What follows belongs to an exercise in optimizing a design on an open flow for small area, a short achievable clock period and few clock cycles per item; a production flow would make more cautious choices. The RTL was checked by simulation tests, not by an equivalence proof against the original design.

// se_alu
module se_alu (
    input  wire        clk,
    input  wire        rst,           
    input  wire        in_valid,
    output wire        in_ready,
    input  wire [31:0] in_insn,       
    input  wire [63:0] in_a,          
    input  wire [63:0] in_b,          
    output reg         out_valid,
    input  wire        out_ready,
    output reg  [63:0] out_result,
    output reg         out_illegal
);
    localparam [63:0] K = 64'hA24B_1F6D_9C35_E817;
    reg adv;
    reg in_ready_r;    
    assign in_ready = in_ready_r;
    wire [5:0]  in_op   = in_insn[31:26];
    wire        in_hash = (in_op == 6'h0C);
    wire        in_shl  = (in_op == 6'h05) || (in_op == 6'h14);
    wire        in_shr  = (in_op == 6'h06) || (in_op == 6'h07) || (in_op == 6'h15) || (in_op == 6'h16);
    wire        in_inv  = ((in_op == 6'h07) || (in_op == 6'h16)) && in_a[63];
    wire [5:0]  in_sh   = in_op[4] ? in_insn[5:0] : in_b[5:0];
    wire [63:0] in_ai   = in_a ^ {64{in_inv}};
    reg  [63:0] in_ar;
    integer j;
    always @* begin
        for (j = 0; j < 64; j = j + 1)
            in_ar[j] = in_ai[63 - j];
    end
    wire [63:0] in_x = in_hash ? (in_a ^ in_b) : (in_shr ? in_ar : in_a);
    function [63:0] benc(input [63:0] y);
        integer e;
        begin
            for (e = 0; e < 64; e = e + 1)
                benc[e] = (e % 2 == 0 && e > 0) ? (y[e] ^ y[e-1]) : y[e];
        end
    endfunction
    localparam [63:0] KE = benc(K);
    wire [63:0] in_yb = in_hash ? KE : ((in_shl | in_shr) ? benc(64'd1 << in_sh) : benc(in_b));
    reg        v0;
    reg        hash0;      
    reg        shr0;       
    reg        inv0;       
  ...
Size: roughly 8800 cells after synthesis, ~500 flip-flops, roughly 230 I/O pins, ~99000 um2 of cells after synthesis.
export LEC_CHECK = 0
export CAP_MARGIN = 20
export CORE_MARGIN = 2
export CORE_UTILIZATION = 40
export SETUP_SLACK_MARGIN = 1.0
export SLEW_MARGIN = 20
export SYNTH_HIERARCHICAL = 1
create_clock -name core_clock -period 26.0 [get_ports {clk}]
standard.sh (not shown) runs the stock make flow with config.mk's settings and CLKGATE_MAP_FILE= SYNTH_SCRIPT=/design/flow/synth_recipe.tcl, a recipe that flattens the netlist after the stock synthesis.
==> flow/flow/run.sh <==
#!/bin/bash
# Layout flow: the standard ORFS flow (standard.sh, unchanged synthesis)
# with two changes to how the layout is made, none to the constraints:
#  - repair_timing gets a larger setup margin, so it works towards a clock
#    period well below the design's 26 ns (the SDC itself is unchanged);
#  - the port buffers are plain buffers instead of the default choice.
set -euo pipefail
MARGIN=$(cat flow/setup_margin.txt)
sed -e "s/SETUP_SLACK_MARGIN=[0-9.]*/SETUP_SLACK_MARGIN=${MARGIN}/" \
    -e "s/\"\${@:-finish}\"/BUFFER_PORTS_ARGS=\"-buffer_cell sky130_fd_sc_hd__buf_4\" \"\${@:-finish}\"/" \
    standard.sh > standard_margin.sh
bash standard_margin.sh > standard.log 2>&1
==> flow/flow/setup_margin.txt <==
19
Testbench counts at the start, summed over its fixed seeds: cycles 24,032, items 24,000.
Next try:
--- a/flow/design.v
+++ b/flow/design.v
@@ -5459,21 +5459,25 @@
     integer j;
     always @* begin
         for (j = 0; j < 64; j = j + 1)
             in_ar[j] = in_ai[63 - j];
     end
     wire [63:0] in_x = in_hash ? (in_a ^ in_b) : (in_shr ? in_ar : in_a);
-    function [63:0] benc(input [63:0] y);
-        integer e;
-        begin
-            for (e = 0; e < 64; e = e + 1)
-                benc[e] = (e % 2 == 0 && e > 0) ? (y[e] ^ y[e-1]) : y[e];
-        end
-    endfunction
-    localparam [63:0] KE = benc(K);
-    wire [63:0] in_yb = in_hash ? KE : ((in_shl | in_shr) ? benc(64'd1 << in_sh) : benc(in_b));
+    wire [63:0] in_y = in_hash ? K : ((in_shl | in_shr) ? (64'd1 << in_sh) : in_b);
+    wire [63:0] in_yb;
+    genvar gi;
+    generate
+        for (gi = 0; gi < 32; gi = gi + 1) begin : g_yb
+            assign in_yb[2*gi+1] = in_y[2*gi+1];
+            if (gi == 0) begin : g_lo
+                assign in_yb[0] = in_y[0];
+            end else begin : g_hi
+                assign in_yb[2*gi] = in_y[2*gi] ^ in_y[2*gi-1];
+            end
+        end
+    endgenerate
     reg        v0;
     reg        hash0;      
     reg        shr0;       
     reg        inv0;       
     reg [2:0]  pad0;       
     reg [5:0]  op0;
@@ -5481,13 +5485,13 @@
     reg        rs1nz0;     
     reg [63:0] a0, b0;     
     always @(posedge clk) begin
         if (rst)
             v0 <= 1'b0;
         else if (adv)
-            v0 <= in_valid & in_ready_r;
+            v0 <= in_valid;
         if (adv) begin
             op0    <= in_op;
             imm0   <= in_insn[15:0];
             rs1nz0 <= |in_insn[20:16];
             hash0  <= in_hash;
             shr0   <= in_shr;
@@ -5533,13 +5537,12 @@
     end
     wire legal = d_ok
                && !(op0 <= 6'h0C && !fn_zero)
                && !(d_crc && !crc_n_ok)
                && !(d_lui && rs1nz0);
     wire [63:0] bd;
-    genvar gi;
     generate
         for (gi = 0; gi < 32; gi = gi + 1) begin : g_bd
             assign bd[2*gi+1] = b0[2*gi+1];
             if (gi == 0) begin : g_lo
                 assign bd[0] = b0[0];
             end else begin : g_hi
@@ -5636,13 +5639,13 @@
             adv       <= 1'b1;
             in_ready_r <= 1'b1;
         end else begin
             out_valid <= hold | sk_valid | push;
             sk_valid  <= sk_valid ? hold : (push & hold);
             adv       <= ~((sk_valid | (out_valid & push)) & ~pop);
-            in_ready_r <= ~((sk_valid | (out_valid & push)) & ~pop) & out_ready;
+            in_ready_r <= (~sk_valid & ~(out_valid & push)) | pop;
         end
         if (!hold) begin
             out_result  <= sk_valid ? sk_result  : y;
             out_illegal <= sk_valid ? sk_illegal : ill2;
         end
         if (!sk_valid) begin
=> The new run completed with no timing, DRC or antenna violations; utilization came out lower by 0.35 points; wire length came out lower by 2.4%; synthesized area hardly moves; via count came out higher by about 0.6%; cell count came out lower by 0.43%; global-route usage came out lower by 0.70 points.
Testbench counts after the change, summed over its fixed seeds: cycles 24,032, items 24,000.

Setup of delta:
se_alu, a different RTL version from the one above (not shown whole).
For scale: roughly 0.10 mm^2 of cells after synthesis.
## se_alu
module se_alu (
    input  wire        clk,
    input  wire        rst,           
    input  wire        in_valid,
    output wire        in_ready,
    input  wire [31:0] in_insn,       
    input  wire [63:0] in_a,          
    input  wire [63:0] in_b,          
    output reg         out_valid,
    input  wire        out_ready,
    output reg  [63:0] out_result,
    output reg         out_illegal
);
    localparam [63:0] K = 64'hA24B_1F6D_9C35_E817;
    reg adv;
    reg in_ready_r;    
    assign in_ready = in_ready_r;
    wire [5:0]  in_op   = in_insn[31:26];
    wire        in_hash = (in_op == 6'h0C);
    wire        in_shl  = (in_op == 6'h05) || (in_op == 6'h14);
    wire        in_shr  = (in_op == 6'h06) || (in_op == 6'h07) || (in_op == 6'h15) || (in_op == 6'h16);
    wire        in_inv  = ((in_op == 6'h07) || (in_op == 6'h16)) && in_a[63];
    wire [5:0]  in_sh   = in_op[4] ? in_insn[5:0] : in_b[5:0];
    wire [63:0] in_ai   = in_a ^ {64{in_inv}};
    reg  [63:0] in_ar;
    integer j;
    always @* begin
        for (j = 0; j < 64; j = j + 1)
            in_ar[j] = in_ai[63 - j];
    end
    wire [63:0] in_x = in_hash ? (in_a ^ in_b) : (in_shr ? in_ar : in_a);
    function [63:0] benc(input [63:0] y);
        integer e;
        begin
            for (e = 0; e < 64; e = e + 1)
                benc[e] = (e % 2 == 0 && e > 0) ? (y[e] ^ y[e-1]) : y[e];
        end
    endfunction
    localparam [63:0] KE = benc(K);
  ...
clock: 26.0 ns
lec_check: 0
cap_margin: 20
core_margin: 2
core_utilization: 40
setup_slack_margin: 1.0
slew_margin: 20
synth_hierarchical: 1
==> flow/flow/setup_margin.txt <==
19.5
Scripts as last shown in full above: flow/flow/run.sh
Testbench counts of delta, summed over its fixed seeds: cycles 24,032, items 24,000.
## Diff of input files: beta against delta
--- a/flow/design.v
+++ b/flow/design.v
@@ -5446,58 +5446,59 @@
 );
     localparam [63:0] K = 64'hA24B_1F6D_9C35_E817;
     reg adv;
     reg in_ready_r;    
     assign in_ready = in_ready_r;
     wire [5:0]  in_op   = in_insn[31:26];
     wire        in_hash = (in_op == 6'h0C);
     wire        in_shl  = (in_op == 6'h05) || (in_op == 6'h14);
     wire        in_shr  = (in_op == 6'h06) || (in_op == 6'h07) || (in_op == 6'h15) || (in_op == 6'h16);
-    wire        in_inv  = ((in_op == 6'h07) || (in_op == 6'h16)) && in_a[63];
+    wire        in_sgn  = ((in_op == 6'h07) || (in_op == 6'h16)) && in_a[63];
     wire [5:0]  in_sh   = in_op[4] ? in_insn[5:0] : in_b[5:0];
-    wire [63:0] in_ai   = in_a ^ {64{in_inv}};
     reg  [63:0] in_ar;
     integer j;
     always @* begin
         for (j = 0; j < 64; j = j + 1)
-            in_ar[j] = in_ai[63 - j];
+            in_ar[j] = in_a[63 - j];
     end
     wire [63:0] in_x = in_hash ? (in_a ^ in_b) : (in_shr ? in_ar : in_a);
     function [63:0] benc(input [63:0] y);
         integer e;
         begin
             for (e = 0; e < 64; e = e + 1)
                 benc[e] = (e % 2 == 0 && e > 0) ? (y[e] ^ y[e-1]) : y[e];
         end
     endfunction
     localparam [63:0] KE = benc(K);
     wire [63:0] in_yb = in_hash ? KE : ((in_shl | in_shr) ? benc(64'd1 << in_sh) : benc(in_b));
     reg        v0;
     reg        hash0;      
     reg        shr0;       
-    reg        inv0;       
+    reg        sgn0;       
+    reg [5:0]  sh0;        
     reg [2:0]  pad0;       
     reg [5:0]  op0;
     reg [15:0] imm0;       
     reg        rs1nz0;     
     reg [63:0] a0, b0;     
     always @(posedge clk) begin
         if (rst)
             v0 <= 1'b0;
         else if (adv)
             v0 <= in_valid & in_ready_r;
         if (adv) begin
             op0    <= in_op;
             imm0   <= in_insn[15:0];
             rs1nz0 <= |in_insn[20:16];
             hash0  <= in_hash;
             shr0   <= in_shr;
-            inv0   <= in_inv;
+            sgn0   <= in_sgn;
+            sh0    <= in_sh;
             pad0   <= 3'd0 - in_insn[2:0];
             a0     <= in_x;
             b0     <= in_yb;
         end
     end
     wire [10:0] fn0     = imm0[10:0];
     wire        fn_zero = (fn0 == 11'd0);
     wire        crc_n_ok = !fn_zero && (fn0 <= 11'd8);
     reg d_add, d_sub, d_and, d_or, d_xor, d_sll, d_srl, d_sra, d_mul,
@@ -5569,64 +5570,67 @@
         | ({64{crc_sel}}                  & crc_v)
         | ({64{legal & d_lui}}            & {{32{imm0[15]}}, imm0, 16'd0});
     wire [63:0] mul_s, mul_c;
     se_mul_cs u_mul (.x(a0), .y(b0), .s(mul_s), .c(mul_c));
     wire        mul_sel = legal & (d_mul | d_hash | d_sll | d_srl | d_sra);
     wire [63:0] c1_alu = ({64{add_sel}} & (opb ^ {64{sub}})) | ({64{crc_sel}} & {32'd0, crc_tail});
     wire [63:0] s1_d, c1_d;
     se_ao21 u_s1d [63:0] (.a(mul_s), .b({64{mul_sel}}), .c(alu_res), .y(s1_d));
     se_ao21 u_c1d [63:0] (.a(mul_c), .b({64{mul_sel}}), .c(c1_alu),  .y(c1_d));
-    reg        v1, hash1, ill1, cin1, slt1, sltu1, crc1, shr1, inv1;
+    reg        v1, hash1, ill1, cin1, slt1, sltu1, crc1, shr1, sgn1;
+    reg [5:0]  sh1;
     reg [63:0] s1, c1;       
     always @(posedge clk) begin
         if (rst)
             v1 <= 1'b0;
         else if (adv)
             v1 <= v0;
         if (adv) begin
             hash1 <= legal & d_hash;
             ill1  <= ~legal;
             cin1  <= add_sel & sub;
             slt1  <= legal & d_slt;
             sltu1 <= legal & d_sltu;
             crc1  <= crc_sel;
             shr1  <= legal & shr0;
-            inv1  <= inv0;
+            sgn1  <= sgn0;
+            sh1   <= sh0;
             s1    <= s1_d;
             c1    <= c1_d;
         end
     end
     wire [64:0] p65 = {1'b0, s1} + {1'b0, c1} + {64'd0, cin1};
     wire [63:0] p1  = p65[63:0];
     wire [31:0] crc_m;
     se_crc_mat u_crc (.v(s1), .m(crc_m));
     wire        lt_u = ~p65[64];
     wire        lt_s = (s1[63] ^ ~c1[63]) ? s1[63] : p1[63];
+    wire [63:0] fill = sgn1 ? ~(64'hFFFF_FFFF_FFFF_FFFF >> sh1) : 64'd0;
     reg  [63:0] p1r;
     integer k;
     always @* begin
         for (k = 0; k < 64; k = k + 1)
-            p1r[k] = p1[63 - k] ^ inv1;
+            p1r[k] = p1[63 - k];
     end
     reg        v2, hash2, ill2;
     reg [63:0] r2;
     always @(posedge clk) begin
         if (rst)
             v2 <= 1'b0;
         else if (adv)
             v2 <= v1;
         if (adv) begin
             hash2 <= hash1;
             ill2  <= ill1;
             r2    <= hash1 ? (p1 ^ {29'd0, p1[63:29]}) :
                      crc1 ? {32'd0, crc_m ^ c1[31:0]} :
                      (slt1 | sltu1) ? {63'd0, slt1 ? lt_s : lt_u} :
-                     shr1 ? p1r : p1;
+                     shr1 ? (p1r | fill) : p1;
         end
     end
     wire [63:0] k_s, k_c;
     se_kmul_cs u_kmul (.x(r2), .s(k_s), .c(k_c));
     wire [63:0] k_p = k_s + k_c;
     wire [63:0] r2n = r2 & {64{~hash2}};
     wire [63:0] y;
     se_ao21 u_y [63:0] (.a(k_p), .b({64{hash2}}), .c(r2n), .y(y));
     wire [63:0] out_o = sk_valid ? sk_result : r2n;
## What came out
Compared to delta, beta shows a wider setup margin.
Looking at depth of the worst register-to-register path, beta sits 8 lower than delta does.
Compared to delta, the routing of beta uses less wire.
delta: full flow OK, the timing, design-rule and antenna checks passed
beta ended with every stage complete and zero timing, DRC or antenna violations.
Higher multi-input logic area was reported by delta, not beta.
Non-clock buffer count ends up higher on delta.
Utilization in beta vs delta: down 0.27 points
As far as max-slew violation count goes, delta and beta are indistinguishable; the numbers are identical.
Compared with delta, in beta required time at the endpoint of the critical path held steady; final period demand of the worst path lost 0.22 ns; basic-gate share of the synthesized area counting and, or, nand and nor cells now larger; compound-cell area share of the yosys netlist rose 0.25 points.
Looking only at cell area, and setting everything else aside, the lower value of beta and delta goes to beta.
Testbench counts of beta, summed over its fixed seeds: cycles 24,032, items 24,000.

==> re-timing with driven ports <==
In the flow no input, the clock included, has a driving cell. The finished layouts below were timed again as built, in two steps. Step 1 sets driving cells, clkbuf_16 on the clock port and buf_2 on the other inputs (assumed; they add their load-dependent delay and slew). Step 2 also shifts input and output timing later by t, the mid clock arrival at the registers, as if the neighbouring blocks saw the same clock. Three values: ideal ports, drivers, drivers and shift; two values: the first two.
run | t (ns) | setup WS [ns] | clock arrival spread, ns | worst slew at a driven data input, ns
the first run of note 1 | 0.804 | 18.829 / 18.829 / 18.288 | 0.102 / 0.103 | 0.12
the second run of note 1 | 0.768 | 18.920 / 18.920 / 18.385 | 0.120 / 0.120 | 0.08
delta | 0.792 | 19.228 / 19.228 / 18.749 | 0.098 / 0.099 | 0.13
beta | 0.819 | 19.444 / 19.422 / 18.691 | 0.037 / 0.038 | 0.14
After both steps every run listed still meets setup and hold. For beta, which loses most, drivers alone change the setup slack by -0.022 ns; drivers and shift together by -0.753 ns.
